Context: an optimization exercise on an open-source flow, tuned for small area, a short achievable clock period and few clock cycles per item. The choices shown serve that exercise and are no tape-out recipe. Function was checked by simulation only, so behaviour that the tests miss may differ from the original.

File: config.mk
export PLATFORM = sky130hd
export DESIGN_NAME = seal_cmac
export DESIGN_NICKNAME = seal_cmac
export VERILOG_FILES = /design/flow/design.v
export SDC_FILE = /design/flow/constraint.sdc
export NUM_CORES = 4
export LEC_CHECK = 0
export CAP_MARGIN = 20
export CORE_MARGIN = 2
export CORE_UTILIZATION = 40
export SLEW_MARGIN = 20
File: constraint.sdc
create_clock -name core_clock -period 10.0 [get_ports {clk}]
set_input_delay 2.0000 -clock core_clock [delete_from_list [all_inputs] [get_ports {clk}]]
set_output_delay 2.0000 -clock core_clock [all_outputs]
set_load 0.01 [all_outputs]
File: design.v
module seal_sbox (input wire [7:0] a, output wire [7:0] y);
    wire U0, U1, U2, U3, U4, U5, U6, U7;
    assign U0 = a[7];
    assign U1 = a[6];
    assign U2 = a[5];
    assign U3 = a[4];
    assign U4 = a[3];
    assign U5 = a[2];
    assign U6 = a[1];
    assign U7 = a[0];
    wire T1, T2, T3, T4, T5, T6, T7, T8, T9, T10, T11, T12, T13, T14, T15, T16, T17, T18, T19, T20, T21, T22, T23, T24, T25, T26, T27, M1, M2, M3, M4, M5, M6, M7, M8, M9, M10, M11, M12, M13, M14, M15, M16, M17, M18, M19, M20, M21, M22, M23, M24, M25, M26, M27, M28, M29, M30, M31, M32, M33, M34, M35, M36, M37, M38, M39, M40, M41, M42, M43, M44, M45, M46, M47, M48, M49, M50, M51, M52, M53, M54, M55, M56, M57, M58, M59, M60, M61, M62, M63, L0, L1, L2, L3, L4, L5, L6, L7, L8, L9, L10, L11, L12, L13, L14, L15, L16, L17, L18, L19, L20, L21, L22, L23, L24, L25, L26, L27, L28, L29, S0, S1, S2, S3, S4, S5, S6, S7;
    assign T1 = U0 ^ U3;
    assign T2 = U0 ^ U5;
    assign T3 = U0 ^ U6;
    assign T4 = U3 ^ U5;
    assign T5 = U4 ^ U6;
    assign T6 = T1 ^ T5;
    assign T7 = U1 ^ U2;
    assign T8 = U7 ^ T6;
    assign T9 = U7 ^ T7;
    assign T10 = T6 ^ T7;
    assign T11 = U1 ^ U5;
    assign T12 = U2 ^ U5;
    assign T13 = T3 ^ T4;
    assign T14 = T6 ^ T11;
    assign T15 = T5 ^ T11;
    assign T16 = T5 ^ T12;
    assign T17 = T9 ^ T16;
    assign T18 = U3 ^ U7;
    assign T19 = T7 ^ T18;
    assign T20 = T1 ^ T19;
    assign T21 = U6 ^ U7;
    assign T22 = T7 ^ T21;
    assign T23 = T2 ^ T22;
    assign T24 = T2 ^ T10;
    assign T25 = T20 ^ T17;
    assign T26 = T3 ^ T16;
    assign T27 = T1 ^ T12;
    assign M1 = T13 & T6;
    assign M2 = T23 & T8;
    assign M3 = T14 ^ M1;
    assign M4 = T19 & U7;
    assign M5 = M4 ^ M1;
    assign M6 = T3 & T16;
    assign M7 = T22 & T9;
    assign M8 = T26 ^ M6;
    assign M9 = T20 & T17;
    assign M10 = M9 ^ M6;
    assign M11 = T1 & T15;
    assign M12 = T4 & T27;
    assign M13 = M12 ^ M11;
    assign M14 = T2 & T10;
    assign M15 = M14 ^ M11;
    assign M16 = M3 ^ M2;
    assign M17 = M5 ^ T24;
    assign M18 = M8 ^ M7;
    assign M19 = M10 ^ M15;
    assign M20 = M16 ^ M13;
    assign M21 = M17 ^ M15;
    assign M22 = M18 ^ M13;
    assign M23 = M19 ^ T25;
    assign M24 = M22 ^ M23;
    assign M25 = M22 & M20;
    assign M26 = M21 ^ M25;
    assign M27 = M20 ^ M21;
    assign M28 = M23 ^ M25;
    assign M29 = M28 & M27;
    assign M30 = M26 & M24;
    assign M31 = M20 & M23;
    assign M32 = M27 & M31;
    assign M33 = M27 ^ M25;
    assign M34 = M21 & M22;
    assign M35 = M24 & M34;
    assign M36 = M24 ^ M25;
    assign M37 = M21 ^ M29;
    assign M38 = M32 ^ M33;
    assign M39 = M23 ^ M30;
    assign M40 = M35 ^ M36;
    assign M41 = M38 ^ M40;
    assign M42 = M37 ^ M39;
    assign M43 = M37 ^ M38;
    assign M44 = M39 ^ M40;
    assign M45 = M42 ^ M41;
    assign M46 = M44 & T6;
    assign M47 = M40 & T8;
    assign M48 = M39 & U7;
    assign M49 = M43 & T16;
    assign M50 = M38 & T9;
    assign M51 = M37 & T17;
    assign M52 = M42 & T15;
    assign M53 = M45 & T27;
    assign M54 = M41 & T10;
    assign M55 = M44 & T13;
    assign M56 = M40 & T23;
    assign M57 = M39 & T19;
    assign M58 = M43 & T3;
    assign M59 = M38 & T22;
    assign M60 = M37 & T20;
    assign M61 = M42 & T1;
    assign M62 = M45 & T4;
    assign M63 = M41 & T2;
    assign L0 = M61 ^ M62;
    assign L1 = M50 ^ M56;
    assign L2 = M46 ^ M48;
    assign L3 = M47 ^ M55;
    assign L4 = M54 ^ M58;
    assign L5 = M49 ^ M61;
    assign L6 = M62 ^ L5;
    assign L7 = M46 ^ L3;
    assign L8 = M51 ^ M59;
    assign L9 = M52 ^ M53;
    assign L10 = M53 ^ L4;
    assign L11 = M60 ^ L2;
    assign L12 = M48 ^ M51;
    assign L13 = M50 ^ L0;
    assign L14 = M52 ^ M61;
    assign L15 = M55 ^ L1;
    assign L16 = M56 ^ L0;
    assign L17 = M57 ^ L1;
    assign L18 = M58 ^ L8;
    assign L19 = M63 ^ L4;
    assign L20 = L0 ^ L1;
    assign L21 = L1 ^ L7;
    assign L22 = L3 ^ L12;
    assign L23 = L18 ^ L2;
    assign L24 = L15 ^ L9;
    assign L25 = L6 ^ L10;
    assign L26 = L7 ^ L9;
    assign L27 = L8 ^ L10;
    assign L28 = L11 ^ L14;
    assign L29 = L11 ^ L17;
    assign S0 = L6 ^ L24;
    assign S1 = ~(L16 ^ L26);
    assign S2 = ~(L19 ^ L28);
    assign S3 = L6 ^ L21;
    assign S4 = L20 ^ L22;
    assign S5 = L25 ^ L29;
    assign S6 = ~(L13 ^ L27);
    assign S7 = ~(L6 ^ L23);
    assign y[7] = S0;
    assign y[6] = S1;
    assign y[5] = S2;
    assign y[4] = S3;
    assign y[3] = S4;
    assign y[2] = S5;
    assign y[1] = S6;
    assign y[0] = S7;
endmodule
module seal_aes (
    input  wire [127:0] st,
    input  wire [127:0] rk,
    input  wire         lastr,
    input  wire [127:0] k,
    input  wire [7:0]   rcon,
    output wire [127:0] rout,
    output wire [127:0] nk
);
    function [7:0] xtime(input [7:0] b);
        xtime = {b[6:0], 1'b0} ^ (b[7] ? 8'h1b : 8'h00);
    endfunction
    wire [127:0] sb;
    genvar g;
    generate
        for (g = 0; g < 16; g = g + 1) begin : g_sb
            seal_sbox u_sbox (.a(st[8*g +: 8]), .y(sb[8*g +: 8]));
        end
    endgenerate
    wire [127:0] sr;
    generate
        for (g = 0; g < 16; g = g + 1) begin : g_sr
            localparam integer R = g % 4;
            localparam integer C = g / 4;
            assign sr[8*g +: 8] = sb[8*(4*((C + R) % 4) + R) +: 8];
        end
    endgenerate
    wire [127:0] mx;
    generate
        for (g = 0; g < 4; g = g + 1) begin : g_mc
            wire [7:0] a0 = sr[32*g +: 8];
            wire [7:0] a1 = sr[32*g + 8 +: 8];
            wire [7:0] a2 = sr[32*g + 16 +: 8];
            wire [7:0] a3 = sr[32*g + 24 +: 8];
            wire [7:0] x  = a0 ^ a1 ^ a2 ^ a3;
            assign mx[32*g +: 8]      = x ^ xtime(a0 ^ a1);
            assign mx[32*g + 8 +: 8]  = x ^ xtime(a1 ^ a2);
            assign mx[32*g + 16 +: 8] = x ^ xtime(a2 ^ a3);
            assign mx[32*g + 24 +: 8] = x ^ xtime(a3 ^ a0);
        end
    endgenerate
    assign rout = sr ^ (lastr ? 128'h0 : mx) ^ rk;
    wire [31:0] w3 = k[127:96];
    wire [31:0] sw;
    seal_sbox u_ks0 (.a(w3[15:8]),  .y(sw[7:0]));
    seal_sbox u_ks1 (.a(w3[23:16]), .y(sw[15:8]));
    seal_sbox u_ks2 (.a(w3[31:24]), .y(sw[23:16]));
    seal_sbox u_ks3 (.a(w3[7:0]),   .y(sw[31:24]));
    wire [31:0] nk0 = k[31:0]   ^ sw ^ {24'h0, rcon};
    wire [31:0] nk1 = k[63:32]  ^ nk0;
    wire [31:0] nk2 = k[95:64]  ^ nk1;
    wire [31:0] nk3 = k[127:96] ^ nk2;
    assign nk = {nk3, nk2, nk1, nk0};
endmodule
module seal_cmac (
    input  wire         clk,
    input  wire         rst,
    input  wire [127:0] key,
    input  wire         in_valid,
    output wire         in_ready,
    input  wire         in_first,
    input  wire         in_last,
    input  wire [4:0]   in_nbytes,
    input  wire [127:0] in_data,
    output wire         out_valid,
    input  wire         out_ready,
    output wire [127:0] out_tag
);
    reg [127:0] st;       
    reg [127:0] rk;       
    reg [127:0] kr;       
    reg [127:0] lr;       
    reg [3:0]   rnd;      
    reg         busy;     
    reg         isl;      
    reg         blast;    
    reg         waitb;    
    reg         lrdy;     
    reg         kp;       
    reg         flast;    
    reg         ov;       
    function [127:0] dbl(input [127:0] v);
        integer j;
        begin
            for (j = 0; j < 15; j = j + 1)
                dbl[8*j +: 8] = {v[8*j +: 7], v[8*(j+1) + 7]};
            dbl[120 +: 8] = {v[120 +: 7], 1'b0} ^ (v[7] ? 8'h87 : 8'h00);
        end
    endfunction
    wire [127:0] k1 = dbl(lr);
    wire [127:0] k2 = dbl(k1);
    function [127:0] prep(input [127:0] d, input last, input [4:0] nb,
                          input [127:0] sk1, input [127:0] sk2);
        integer j;
        begin
            if (!last) begin
                prep = d;
            end else if (nb >= 5'd16) begin
                prep = d ^ sk1;
            end else begin
                for (j = 0; j < 16; j = j + 1) begin
                    if (j < nb)
                        prep[8*j +: 8] = d[8*j +: 8];
                    else if (j == nb)
                        prep[8*j +: 8] = 8'h80;
                    else
                        prep[8*j +: 8] = 8'h00;
                end
                prep = prep ^ sk2;
            end
        end
    endfunction
    wire fin  = busy && (rnd == 4'd10);
    wire idle = !busy && !waitb && !lrdy;
    wire ir = (fin && !isl && !blast) || waitb || lrdy ||
              (fin && isl && !ov && !flast);
    wire acc = in_valid && ir;
    wire klatch = in_valid && in_first && !kp &&
                  (idle || (busy && !isl && blast));
    wire lstart = kp && (idle || (fin && !isl && blast) || (fin && isl && ov));
    wire lr_en  = fin && (isl ? !ov : blast);
    wire kld = !busy || fin;
    reg [7:0] rcon;
    always @(*) begin
        case (rnd)
            4'd1: rcon = 8'h02;
            4'd2: rcon = 8'h04;
            4'd3: rcon = 8'h08;
            4'd4: rcon = 8'h10;
            4'd5: rcon = 8'h20;
            4'd6: rcon = 8'h40;
            4'd7: rcon = 8'h80;
            4'd8: rcon = 8'h1b;
            4'd9: rcon = 8'h36;
            default: rcon = 8'h00;
        endcase
        if (kld) rcon = 8'h01;
    end
    wire [127:0] rout;
    wire [127:0] nk;
    seal_aes u_aes (
        .st    (st),
        .rk    (rk),
        .lastr (rnd == 4'd10),
        .k     (kld ? kr : rk),
        .rcon  (rcon),
        .rout  (rout),
        .nk    (nk)
    );
    wire use_rout = busy && !(fin && (isl || blast));
    wire [127:0] base = use_rout ? rout : (waitb ? st : 128'h0);
    wire [127:0] add  = (acc ? prep(in_data, in_last, in_nbytes, k1, k2) : 128'h0) ^
                        ((acc || lstart) ? kr : 128'h0);
    assign in_ready  = ir;
    assign out_valid = ov;
    assign out_tag   = lr;
    always @(posedge clk) begin
        st  <= base ^ add;
        rk  <= nk;
        rnd <= (busy && !fin) ? rnd + 4'd1 : 4'd1;
        if (klatch) begin
            kr    <= key;
            flast <= in_last;
        end
        if (lr_en)
            lr <= rout;
        if (lstart)
            isl <= 1'b1;
        else if (acc)
            isl <= 1'b0;
        if (acc)
            blast <= in_last;
    end
    always @(posedge clk) begin
        if (rst) begin
            busy  <= 1'b0;
            waitb <= 1'b0;
            lrdy  <= 1'b0;
            kp    <= 1'b0;
            ov    <= 1'b0;
        end else begin
            busy  <= (busy && !fin) || acc || lstart;
            waitb <= (fin && !isl && !blast && !in_valid) || (waitb && !in_valid);
            lrdy  <= (fin && isl && !ov && !acc) || (lrdy && !acc);
            kp    <= klatch || (kp && !(acc && in_first));
            ov    <= (fin && !isl && blast) || (ov && !out_ready);
        end
    end
endmodule
File: run.sh
#!/bin/bash
# synth_recipe.tcl (not shown) runs the flow's synth.tcl, then flattens the netlist and writes it again
# the make line also repeats each setting of config.mk as NAME=value (left out here)
make -C /OpenROAD-flow-scripts/flow DESIGN_CONFIG=/design/flow/config.mk WORK_HOME=/design/flow/orfs CLKGATE_MAP_FILE= SYNTH_SCRIPT=/design/flow/synth_recipe.tcl finish
==> reports/summary.txt, run 1 <==
Final clock skew = 0.0451 ns
Clk slew on worst S/H paths = 0.06 ns
Req. time, crit path = 10.57 ns
Drt total wl = 327000 µm
Syn Inst Count = 8903
Num rows = 155
Post-DR wirelength/cell = 28.7 µm
Setup total negative slack = 0 ns
Post-synth ARST share = 0%
Congestion Overflow GR = 0
# nets final = 9257
# IOs = 397
Core area = 179000 µm²
Placed cell area = 78100 µm²
Layout cell share with drive strength beyond 1 = 6.95%
First-pass GRT wire length = 468000 µm
# placed instances = 11227
DP HPWL = 253000 µm
Final hold vios = 0
Die H = 428 µm
CTS resizes = 0
Fin crit share = 89.9%
Design Area, Final = 80600 µm²
Outcome = timing/DRC/antenna clean
Pre-antenna DRT Iters = 8
Die W = 428 µm
Antenna Nets Post-Route = 0
RSZ-0062 raised after global routing = no
CTS tree = built
Max-slew violations = 0
Worst-path fanout max = 22
Relative slew slack = 17.5%
CP Capture Type = register
Post-CTS setup buffer count = 0
Final min period = 8.99 ns
Crit path arrival time = 9.56 ns
Most used DFF post-synth = dfxtp_1
Die area = 184000 µm²
Post-route DRC = 0
TritonCTS buffer count = 74
Starting DRT DRC Count = 9674
Via count = 71753
CP Class = register to register
Min-Delay Path Class = register to register
Final setup viols = 0
Syn avg cell area = 8.09 µm²
Post-Syn Area = 72100 µm²
Synthesized net count = 9212
Register area share after synthesis = 18.4%
Hold Buf Count CTS = 0
Gr usage total = 34.0%
Initial antenna violation count = 29
WHS = 0.522 ns
Number of global-route vias before repair = 65599
Number of flops mapped to enable cells by yosys = 258
I/O Buffers = 396
Vias per cell = 6.31
Least-Margin Pin Slew = 1.23 ns
Clk buf depth = 3
CP startpoint kind = register
CTS sink count = 532
Worst-Skew Late Latency = 0.72 ns
Area delta synth->final = 11.9%
Warnings, synthesis = 2
FMAX = 111 MHz
H-tree levels = 3
Routability cong. = 1.02
Starting Density = 40.3%
Max-cap violations = 0
FF+latch count, synth = 532
Final Non-Filler Cells = 11380
CTS root buffer = clkbuf_16
Largest net degree at the start of global routing = 127
Distinct cells, synth = 117
## worst max-delay path, cell delays in order, from the launching register on
cell	delay (ns)
dfxtp_1	0.91
xnor3_1	0.52
xor2_1	0.51
xnor2_1	0.26
inv_1	0.13
ha_1	0.32
or3_1	0.39
a21o_1	0.23
a211oi_1	0.43
or2_1	0.76
xnor3_1	0.50
o22ai_1	0.10
a211o_1	0.35
xor2_1	0.18
xnor2_1	0.92
xor2_1	0.26
xor2_1	0.72
xor2_1	0.37
nand2_1	0.11
xnor2_1	0.51
a21oi_1	0.15
xor2_1	0.18
## metrics by stage
step | setup WS, ns | utilization [%]
6_report | 1.01 | 45.1
4_1_cts | 1.33 | 45.1
5_1_grt | 0.816 | 45.1
3_3_place_gp | 1.48 | 43.6
2_1_floorplan | 2.44 | -
3_5_place_dp | 1.41 | 43.7
## synthesized netlist by cell type (96+ instances only)
| cell type | number | share of area [%] |
|---|---|---|
| dfxtp_1 | 274 | 7.6 |
| buf_2 | 145 | 1.0 |
| nand3_1 | 393 | 2.7 |
| mux2i_1 | 168 | 2.3 |
| xor2_1 | 623 | 7.6 |
| inv_1 | 96 | 0.50 |
| a22oi_1 | 225 | 2.3 |
| o21ai_0 | 696 | 4.8 |
| xnor3_1 | 242 | 7.6 |
| a21oi_1 | 582 | 4.0 |
| nand2_1 | 717 | 3.7 |
| nor3_1 | 190 | 1.3 |
| o22ai_1 | 133 | 1.2 |
| edfxtp_1 | 258 | 11 |
| clkbuf_1 | 380 | 2.0 |
| nor2_1 | 805 | 4.2 |
| xnor2_1 | 1230 | 15 |
## metal layers
| layer | vias to the layer above | GRT usage [%] | part of all wire [%] |
|---|---|---|---|
| met2 | 3792 | 51.9 | 44 |
| met4 | 6 | 22.6 | 7.7 |
| li1 | 32358 | - | - |
| met3 | 692 | 4.58 | 8.2 |
| met1 | 34905 | 44.9 | 41 |
| met5 | - | 0 | 0.0080 |
## registers in the layout, summed over array words and instances (netlist names), named ones only
register / count
blast: 1
kp: 1
rnd: 4
waitb: 1
lr: 128
busy: 1
rk: 128
st: 128
ov: 1
flast: 1
lrdy: 1
isl: 1
kr: 128
## cells in the final DEF (no fill, tap or decap), drive strengths merged, types with 31 or more instances in the layout
cell type      instances
clkdlybuf4s50        394
or3                   48
nor2                 809
a21o                  32
nor4                  40
nand4                 31
xnor3                246
and2                  70
xnor2               1283
nor3                 191
clkbuf                97
a31oi                 73
or2                   37
xor2                 641
nand2b                55
and3                  77
o22ai                133
a211oi                93
mux2i                172
o21ai                719
o221ai                73
nor2b                 78
a21boi                40
a21oi                585
a221oi                50
inv                  105
nand3                393
o31ai                 35
ha                    42
xor3                  51
a22oi                226
edfxtp               258
dfxtp                274
buf                  185
o221a                 88
nand2                718
o211ai                84
## area by class of cell
| type | count | area (µm²) |
|---|---|---|
| clock inverters | 38 | 420 |
| repair buffers | 579 | 5410 |
| well taps | 2355 | 2950 |
| multi-input cells | 7665 | 56100 |
| flip-flops and latches | 532 | 13200 |
| clock buffers | 97 | 2070 |
| fillers | 17732 | 98200 |
| inverters | 96 | 360 |
| diodes | 18 | 45.0 |
## path summary, 6_finish.rpt
kind                from  endpoint  slack (ns)  cells after the start
setup reg to reg  st[15]   st[120]        1.01                     21
setup / recovery  st[15]   st[120]        1.01                     21
hold / removal      lrdy      lrdy        0.52                      2
hold reg to reg     lrdy      lrdy        0.52                      2
## kinds of logic (layout without fill, tap and decap cells)
| group | count (synthesis) | in the layout | share of synthesized area, % |
|---|---|---|---|
| multiplexers | 197 | 197 | 2.85 |
| AO/OA/AOI/OAI | 2585 | 2585 | 23.7 |
| adder cells (fa/ha/maj) | 51 | 51 | 0.854 |
| other | 0 | 18 | 0 |
| XOR/XNOR | 2221 | 2221 | 33.6 |
| flip-flops | 532 | 532 | 18.4 |
| buffers and inverters | 706 | 810 | 4.06 |
| AND/OR/NAND/NOR | 2611 | 2611 | 16.6 |
Testbench counts, summed over its fixed seeds: cycles 107,494, blocks 10,427.
==> run 2, diff against run 1 <==
--- a/design.v
+++ b/design.v
@@ -194,10 +194,15 @@
     seal_sbox u_ks1 (.a(w3[23:16]), .y(sw[15:8]));
     seal_sbox u_ks2 (.a(w3[31:24]), .y(sw[23:16]));
     seal_sbox u_ks3 (.a(w3[7:0]),   .y(sw[31:24]));
-    wire [31:0] nk0 = k[31:0]   ^ sw ^ {24'h0, rcon};
-    wire [31:0] nk1 = k[63:32]  ^ nk0;
-    wire [31:0] nk2 = k[95:64]  ^ nk1;
-    wire [31:0] nk3 = k[127:96] ^ nk2;
+    wire [31:0] k0  = k[31:0];
+    wire [31:0] k01 = k[31:0] ^ k[63:32];
+    wire [31:0] k012 = k01 ^ k[95:64];
+    wire [31:0] k0123 = k012 ^ k[127:96];
+    wire [31:0] swr = sw ^ {24'h0, rcon};
+    wire [31:0] nk0 = k0    ^ swr;
+    wire [31:0] nk1 = k01   ^ swr;
+    wire [31:0] nk2 = k012  ^ swr;
+    wire [31:0] nk3 = k0123 ^ swr;
     assign nk = {nk3, nk2, nk1, nk0};
 endmodule
 module seal_cmac (
@@ -227,6 +232,8 @@
     reg         kp;       
     reg         flast;    
     reg         ov;       
+    reg         fin;      
+    reg         kld;      
     function [127:0] dbl(input [127:0] v);
         integer j;
         begin
@@ -258,7 +265,6 @@
             end
         end
     endfunction
-    wire fin  = busy && (rnd == 4'd10);
     wire idle = !busy && !waitb && !lrdy;
     wire ir = (fin && !isl && !blast) || waitb || lrdy ||
               (fin && isl && !ov && !flast);
@@ -267,29 +273,14 @@
                   (idle || (busy && !isl && blast));
     wire lstart = kp && (idle || (fin && !isl && blast) || (fin && isl && ov));
     wire lr_en  = fin && (isl ? !ov : blast);
-    wire kld = !busy || fin;
-    reg [7:0] rcon;
-    always @(*) begin
-        case (rnd)
-            4'd1: rcon = 8'h02;
-            4'd2: rcon = 8'h04;
-            4'd3: rcon = 8'h08;
-            4'd4: rcon = 8'h10;
-            4'd5: rcon = 8'h20;
-            4'd6: rcon = 8'h40;
-            4'd7: rcon = 8'h80;
-            4'd8: rcon = 8'h1b;
-            4'd9: rcon = 8'h36;
-            default: rcon = 8'h00;
-        endcase
-        if (kld) rcon = 8'h01;
-    end
+    reg [7:0] rcr;
+    wire [7:0] rcon = kld ? 8'h01 : rcr;
     wire [127:0] rout;
     wire [127:0] nk;
     seal_aes u_aes (
         .st    (st),
         .rk    (rk),
-        .lastr (rnd == 4'd10),
+        .lastr (fin),
         .k     (kld ? kr : rk),
         .rcon  (rcon),
         .rout  (rout),
@@ -306,6 +297,7 @@
         st  <= base ^ add;
         rk  <= nk;
         rnd <= (busy && !fin) ? rnd + 4'd1 : 4'd1;
+        rcr <= kld ? 8'h02 : ({rcr[6:0], 1'b0} ^ (rcr[7] ? 8'h1b : 8'h00));
         if (klatch) begin
             kr    <= key;
             flast <= in_last;
@@ -322,12 +314,16 @@
     always @(posedge clk) begin
         if (rst) begin
             busy  <= 1'b0;
+            fin   <= 1'b0;
+            kld   <= 1'b1;
             waitb <= 1'b0;
             lrdy  <= 1'b0;
             kp    <= 1'b0;
             ov    <= 1'b0;
         end else begin
             busy  <= (busy && !fin) || acc || lstart;
+            fin   <= busy && !fin && (rnd == 4'd9);
+            kld   <= !((busy && !fin) || acc || lstart) || (busy && !fin && (rnd == 4'd9));
             waitb <= (fin && !isl && !blast && !in_valid) || (waitb && !in_valid);
             lrdy  <= (fin && isl && !ov && !acc) || (lrdy && !acc);
             kp    <= klatch || (kp && !(acc && in_first));
==> flow/run.sh (new file) <==
#!/bin/bash
# The standard layout (standard.sh), with synthesis run by flow/synth.tcl:
# the same script as the standard flow's, but ABC maps with flow/abc.script.
set -euo pipefail
here=$(pwd)
export MY_ABC_SCRIPT=$here/flow/abc.script
bash standard.sh SYNTH_SCRIPT=$here/flow/synth.tcl finish > $here/standard_flow.log 2>&1
==> flow/abc.script (new file) <==
strash; dch; map -a; topo; stime -c; buffer -c; upsize -c; dnsize -c
==> flow/synth.tcl (new file) <==
# The standard synthesis script (synth_recipe.tcl), with ABC's technology
# mapping run on flow/abc.script (path in MY_ABC_SCRIPT) instead of ORFS's
# speed script. Only the combinational mapping changes; the flip-flops are
# mapped by dfflibmap before ABC runs, as in the standard synthesis.
proc synth {args} { yosys synth -nofsm -noshare {*}$args }
proc abc {args} {
  set i [lsearch -exact $args -script]
  if { $i >= 0 } { lset args [expr {$i + 1}] $::env(MY_ABC_SCRIPT) }
  yosys abc {*}$args
}
source $::env(SCRIPTS_DIR)/synth.tcl
# left out here: clear keep_hierarchy, flatten, clean up, hide names made inside functions, write 1_2_yosys.v
==> standard.sh (new file) <==
#!/bin/bash
# synth_recipe.tcl (not shown) runs the flow's synth.tcl, then flattens the netlist and writes it again
# the make line also repeats each setting of config.mk as NAME=value (left out here)
make -C /OpenROAD-flow-scripts/flow DESIGN_CONFIG=/design/flow/config.mk WORK_HOME=/design/flow/orfs CLKGATE_MAP_FILE= SYNTH_SCRIPT=/design/flow/synth_recipe.tcl "${@:-finish}"
--- a/config.mk
+++ b/config.mk
@@ -8,4 +8,5 @@
 export CAP_MARGIN = 20
 export CORE_MARGIN = 2
 export CORE_UTILIZATION = 40
+export SETUP_SLACK_MARGIN = 3
 export SLEW_MARGIN = 20
removed: run.sh
==> run 2 against run 1 <==
Against the previous run:
- largest cell class unchanged
- clock skew about the same
- routed wire length decreased by 37%
- highest routed layer unchanged
- register-to-register slack improved by 2.3 ns
- via count decreased by 32%
- non-clock buffer count decreased by 113
==> reports/summary.txt, run 2 <==
Most Frequent Cell on Critical Path = xor2_1
Multi-input logic area = 37400 µm²
Num rows = 134
Area delta synth->final = 17.2%
First-pass GRT wire length = 298000 µm
RSZ-0062 raised after global routing = yes
# placed instances = 9239
Final min period = 6.65 ns
Min-Delay Path Class = register to register
Final hold vios = 0
Synthesized net count = 7526
Max-cap violations = 0
Syn avg cell area = 7.43 µm²
Number of flops mapped to enable cells by yosys = 258
Final setup viols = 0
Worst path max stage delay = 0.79 ns
Post-synth ARST share = 0%
Register area share after synthesis = 24.7%
Critical path's top delay family = XOR/XNOR gates
Worst-path fanout max = 6
Pre-antenna DRT Iters = 5
FF+latch area = 13300 µm²
Crit path arrival time = 7.22 ns
# nets final = 7884
Die area = 137000 µm²
# IOs = 397
Post-route DRC = 0
CP startpoint kind = register
Vias per cell = 5.19
Top post-synthesis cells by area = xor2_1 (24%), edfxtp_1 (14%), xnor2_1 (12%)
CTS tree = built
H-tree levels = 3
Top-count cell post-synth = nand2_1
Final clock skew = 0.0451 ns
Drt total wl = 207000 µm
Relative slew slack = 25.6%
Fin crit share = 66.5%
Starting DRT DRC Count = 4943
Clk slew on worst S/H paths = 0.07 ns
CP Capture Type = register
Warnings, synthesis = 2
Antenna Nets Post-Route = 0
Core area = 133000 µm²
Outcome = timing/DRC/antenna clean
TritonCTS buffer count = 71
I/O Buffers = 396
Req. time, crit path = 10.57 ns
Fillers = 13159
Starting Density = 40.2%
CTS root buffer = clkbuf_16
Gr usage total = 29.1%
Clk buf depth = 3
Final Non-Filler Cells = 9405
Commonest non-fill, non-tap cells in the layout = nand2_1 (1452), xor2_1 (1371), inv_1 (762), xnor2_1 (692), nor2_1 (513)
CP Class = register to register
Via count = 48795
Setup total negative slack = 0 ns
Syn Inst Count = 7217
FF+latch count, synth = 534
Die W = 370 µm
Critical-path top delay cell = xor2_1
Top cells by count, synth = nand2_1 (1457), xor2_1 (1451), inv_1 (765), xnor2_1 (710), nor2_1 (513)
Largest net degree at the start of global routing = 79
Routability cong. = 1.04
CTS sink count = 534
Synth top area share = 23.7%
Commonest non-fill, non-tap cell in the layout = nand2_1
Initial antenna violation count = 9
Number of global-route vias before repair = 45719
Distinct cells, synth = 60
Max-slew violations = 0
Most used DFF post-synth = dfxtp_1
Die H = 370 µm
Congestion Overflow GR = 0
FMAX = 150 MHz
Least-Margin Pin Slew = 1.10 ns
Area leader, netlist = xor2_1
DP HPWL = 167000 µm
Layout cell share with drive strength beyond 1 = 7.64%
Post-DR wirelength/cell = 22.0 µm
Hold Buf Count CTS = 0
Buf/Inv on CP = 3
Post-Syn Area = 53600 µm²
Worst-Skew Late Latency = 0.72 ns
run 2: what timing repair did:
item / in CTS / in global routing
setup buffers: 0 / 30
gates resized for setup: 0 / 115
endpoints found under the setup margin: 0 / 176
endpoints found under the hold margin: 0 / 0
run 2: final timing paths:
check | start | to | slack (ns) | cells after the start
min | rcr[4] | rcr[5] | 0.44 | 2
max reg2reg | st[23] | st[93] | 3.35 | 28
min reg2reg | rcr[4] | rcr[5] | 0.44 | 2
max | st[23] | st[93] | 3.35 | 28
run 2: logic make-up (layout without fill, tap and decap cells):
kind of cell	count (synthesis)	count (layout)	share of synthesized area [%]
AO/OA/AOI/OAI	1020	1020	11.4
buffers and inverters	994	1410	7.21
other	0	4	0
AND/OR/NAND/NOR	2397	2397	18.4
flip-flops	534	534	24.7
multiplexers	19	19	0.362
XOR/XNOR	2211	2211	36.9
adder cells (fa/ha/maj)	42	42	0.980
run 2: routing by layer:
layer | global-route usage (%) | wire [µm] | vias to the layer above | part of all wire, %
met4 | 11.2 | 9020 | 2 | 4.4
met2 | 46.5 | 92000 | 2011 | 45
met5 | 0 | 13 | - | 0.0063
li1 | - | - | 23407 | -
met3 | 4.24 | 16900 | 337 | 8.2
met1 | 39.5 | 88800 | 23038 | 43
run 2: worst min-delay path, delay by kind of cell (launching register included):
family                 cells  cell delay [ns]
DFF                        1             0.29
buffers and inverters      1             0.04
and+or+nand+nor            1             0.06
run 2: final cells by class:
class / count / share of cell area (%)
multi-input combinational: 5689 / 59.4
sequential: 534 / 21.1
timing repair buffer: 466 / 7.16
inverter: 813 / 4.89
tap: 1768 / 3.52
clock buffer: 98 / 3.31
clock inverter: 33 / 0.539
antenna: 4 / 0.0159
run 2: stage by stage:
step / setup slack (ns) / utilization [%] / hold WS [ns] / cell area (µm²)
after detailed placement: 2.98 / 44.5 / 0.429 / 59400
after global placement: 3.04 / 44.5 / 0.417 / 59300
after global routing: 2.92 / 47.1 / 0.460 / 62800
after CTS: 3.07 / 46.3 / 0.433 / 61800
after floorplan: 3.94 / - / 0.400 / 53600
final: 3.35 / 47.2 / 0.438 / 62900
Testbench counts of run 2, summed over its fixed seeds: cycles 107,494, blocks 10,427.
==> run 3, diff against run 2 <==
--- a/design.v
+++ b/design.v
@@ -223,7 +223,6 @@
     reg [127:0] rk;       
     reg [127:0] kr;       
     reg [127:0] lr;       
-    reg [3:0]   rnd;      
     reg         busy;     
     reg         isl;      
     reg         blast;    
@@ -296,7 +295,6 @@
     always @(posedge clk) begin
         st  <= base ^ add;
         rk  <= nk;
-        rnd <= (busy && !fin) ? rnd + 4'd1 : 4'd1;
         rcr <= kld ? 8'h02 : ({rcr[6:0], 1'b0} ^ (rcr[7] ? 8'h1b : 8'h00));
         if (klatch) begin
             kr    <= key;
@@ -322,8 +320,8 @@
             ov    <= 1'b0;
         end else begin
             busy  <= (busy && !fin) || acc || lstart;
-            fin   <= busy && !fin && (rnd == 4'd9);
-            kld   <= !((busy && !fin) || acc || lstart) || (busy && !fin && (rnd == 4'd9));
+            fin   <= busy && !fin && (rcr == 8'h36);
+            kld   <= !((busy && !fin) || acc || lstart) || (busy && !fin && (rcr == 8'h36));
             waitb <= (fin && !isl && !blast && !in_valid) || (waitb && !in_valid);
             lrdy  <= (fin && isl && !ov && !acc) || (lrdy && !acc);
             kp    <= klatch || (kp && !(acc && in_first));
==> run 3 against run 2 <==
Against the previous run:
- still clean
- clock-buffer cell count down 8
- routed wire length grew 2.4%
- clock skew is 0.012 ns lower
- synthesized area up 1.3%
- critical path depth grew 5
- largest cell class unchanged
- highest routed layer unchanged
==> reports/summary.txt, run 3 <==
Area delta synth->final = 15.9%
Final hold vios = 0
Die W = 372 µm
Placed cell area = 59900 µm²
Max-slew violations = 0
Layout cell share with drive strength beyond 1 = 8.95%
Min-Delay Path Class = register to register
Req. time, crit path = 10.52 ns
Syn Inst Count = 7168
Buf/Inv on CP = 7
H-tree levels = 3
Design Area, Final = 63000 µm²
Crit path arrival time = 7.26 ns
Die H = 372 µm
Dpl ws = 2.81 ns
Syn avg cell area = 7.58 µm²
Starting Density = 40.2%
Post-Syn Area = 54300 µm²
Final min period = 6.75 ns
Final setup viols = 0
Warnings, synthesis = 2
Post-synth ARST share = 0%
CP startpoint kind = register
Core area = 135000 µm²
Number of global-route vias before repair = 45428
RSZ-0062 raised after global routing = yes
Reg2reg setup slack = 3.25 ns
Area leader, netlist = xor2_1
FF+latch count, synth = 530
Relative slew slack = 23.3%
Critical-path top delay cell = dfxtp_4
Worst-path fanout max = 38
Die area = 139000 µm²
CTS sink count = 530
CTS tree = built
Outcome = timing/DRC/antenna clean
WHS = 0.480 ns
First-pass GRT wire length = 301000 µm
Register area share after synthesis = 24.3%
Worst path max stage delay = 0.58 ns
Most used DFF post-synth = dfxtp_1
I/O Buffers = 396
Synth top area share = 22.6%
Top cells by count, synth = nand2_1 (1423), xor2_1 (1403), inv_1 (714), xnor2_1 (689), nor2_1 (482)
Fin crit share = 67.5%
CP Class = register to register
Initial antenna violation count = 24
Commonest non-fill, non-tap cells in the layout = nand2_1 (1420), xor2_1 (1352), inv_1 (713), xnor2_1 (673), nor2_1 (481)
Fillers = 13403
Clk buf depth = 3
Vias per cell = 5.19
Final Non-Filler Cells = 9341
CP Capture Type = register
Post-route DRC = 0
DP HPWL = 173000 µm
CTS root buffer = clkbuf_16
Setup total negative slack = 0 ns
Clk slew on worst S/H paths = 0.06 ns
Worst-Skew Late Latency = 0.69 ns
Gr usage total = 29.4%
Final Worst Setup Slack = 3.25 ns
Final clock skew = 0.0334 ns
Drt total wl = 212000 µm
Most Frequent Cell on Critical Path = xor2_1
Max-cap violations = 0
Antenna Nets Post-Route = 0
Hold Buf Count CTS = 0
# nets final = 7807
Least-Margin Pin Slew = 1.15 ns
Routability cong. = 1.04
Largest net degree at the start of global routing = 146
# IOs = 397
Post-DR wirelength/cell = 22.7 µm
Num rows = 135
TritonCTS buffer count = 69
Via count = 48523
FMAX = 148 MHz
Top-count cell post-synth = nand2_1
Congestion Overflow GR = 0
Distinct cells, synth = 64
Critical path's top delay family = XOR/XNOR gates
Number of flops mapped to enable cells by yosys = 258
Commonest non-fill, non-tap cell in the layout = nand2_1
Pre-antenna DRT Iters = 7
Finished Core Util = 46.6%
# placed instances = 9195
Top post-synthesis cells by area = xor2_1 (23%), edfxtp_1 (14%), xnor2_1 (11%)
Synthesized net count = 7475
Starting DRT DRC Count = 5082
run 3: worst paths after layout:
path | end | depth (start not counted) | from
setup / recovery | rk[124] | 33 | kld
hold / removal | rcr[7] | 2 | rcr[6]
setup reg to reg | rk[124] | 33 | kld
hold reg to reg | rcr[7] | 2 | rcr[6]
run 3: cell families (layout without fill, tap and decap cells):
family	count (synthesis)	count (layout)	synth area share (%)
adder cells (fa/ha/maj)	40	40	0.921
buffers and inverters	962	1351	7.05
flip-flops	530	530	24.3
AND/OR/NAND/NOR	2376	2376	18.4
AO/OA/AOI/OAI	1036	1036	11.6
XOR/XNOR	2208	2208	37.4
other	0	3	0
multiplexers	16	16	0.302
run 3: timing repair:
item | in CTS | in global routing
setup endpoints to repair | 0 | 134
buffers inserted | 0 | 13
gates resized for setup | 0 | 81
run 3: area by class of cell:
cell class	count	area, µm²	share of cell area (%)
multi-input cells	5676	37900	60.3
flip-flops and latches	530	13200	21.0
repair buffers	441	4340	6.89
inverters	782	2950	4.69
well taps	1781	2230	3.54
clock buffers	90	1970	3.13
clock inverters	38	320	0.509
diodes	3	7.51	0.0119
run 3: layer usage:
layer / global-route usage (%) / share of wire (%)
met2: 45.9 / 44
met5: 0 / 0.024
met4: 10.8 / 4.1
met3: 4.30 / 8.3
met1: 41.0 / 44
run 3: worst min-delay path, delay by kind of cell, from the launching register on:
kind	cells	cell delay, ns
flops	1	0.31
simple gates	1	0.07
buf+inv	1	0.05
Testbench counts of run 3, summed over its fixed seeds: cycles 107,494, blocks 10,427.

-- static timing again, ports no longer ideal --
In the flow no input, the clock included, has a driving cell. The finished layouts below were timed again as built, in two steps.
Step 1: set_driving_cell puts a clkbuf_16 on clk and a buf_2 on each other input, an assumption about the parent block.
Step 2 moves the port delays by t, midway between the first and last clock arrival at a register: inputs arrive t later, outputs are due t later. That takes back most of the time a late clock gives input paths.
Slacks: no drivers / after step 1 / after step 2; pairs: no drivers / after step 1.
run	t, ns	setup slack, ns	worst hold slack (ns)	clock arrival spread, ns	worst slew at a driven data input, ns
run 1	0.775	1.008 / 1.008 / 1.008	0.522 / 0.522 / 0.522	0.045 / 0.046	0.36
run 2	0.771	3.355 / 3.355 / 2.850	0.438 / 0.438 / 0.438	0.049 / 0.048	0.19
run 3	0.750	3.253 / 3.253 / 3.253	0.480 / 0.480 / 0.480	0.035 / 0.035	0.17
After both steps every run listed still meets setup and hold. For run 2, which loses most, drivers alone change the setup slack by 0.000 ns; drivers and shift together by -0.505 ns.
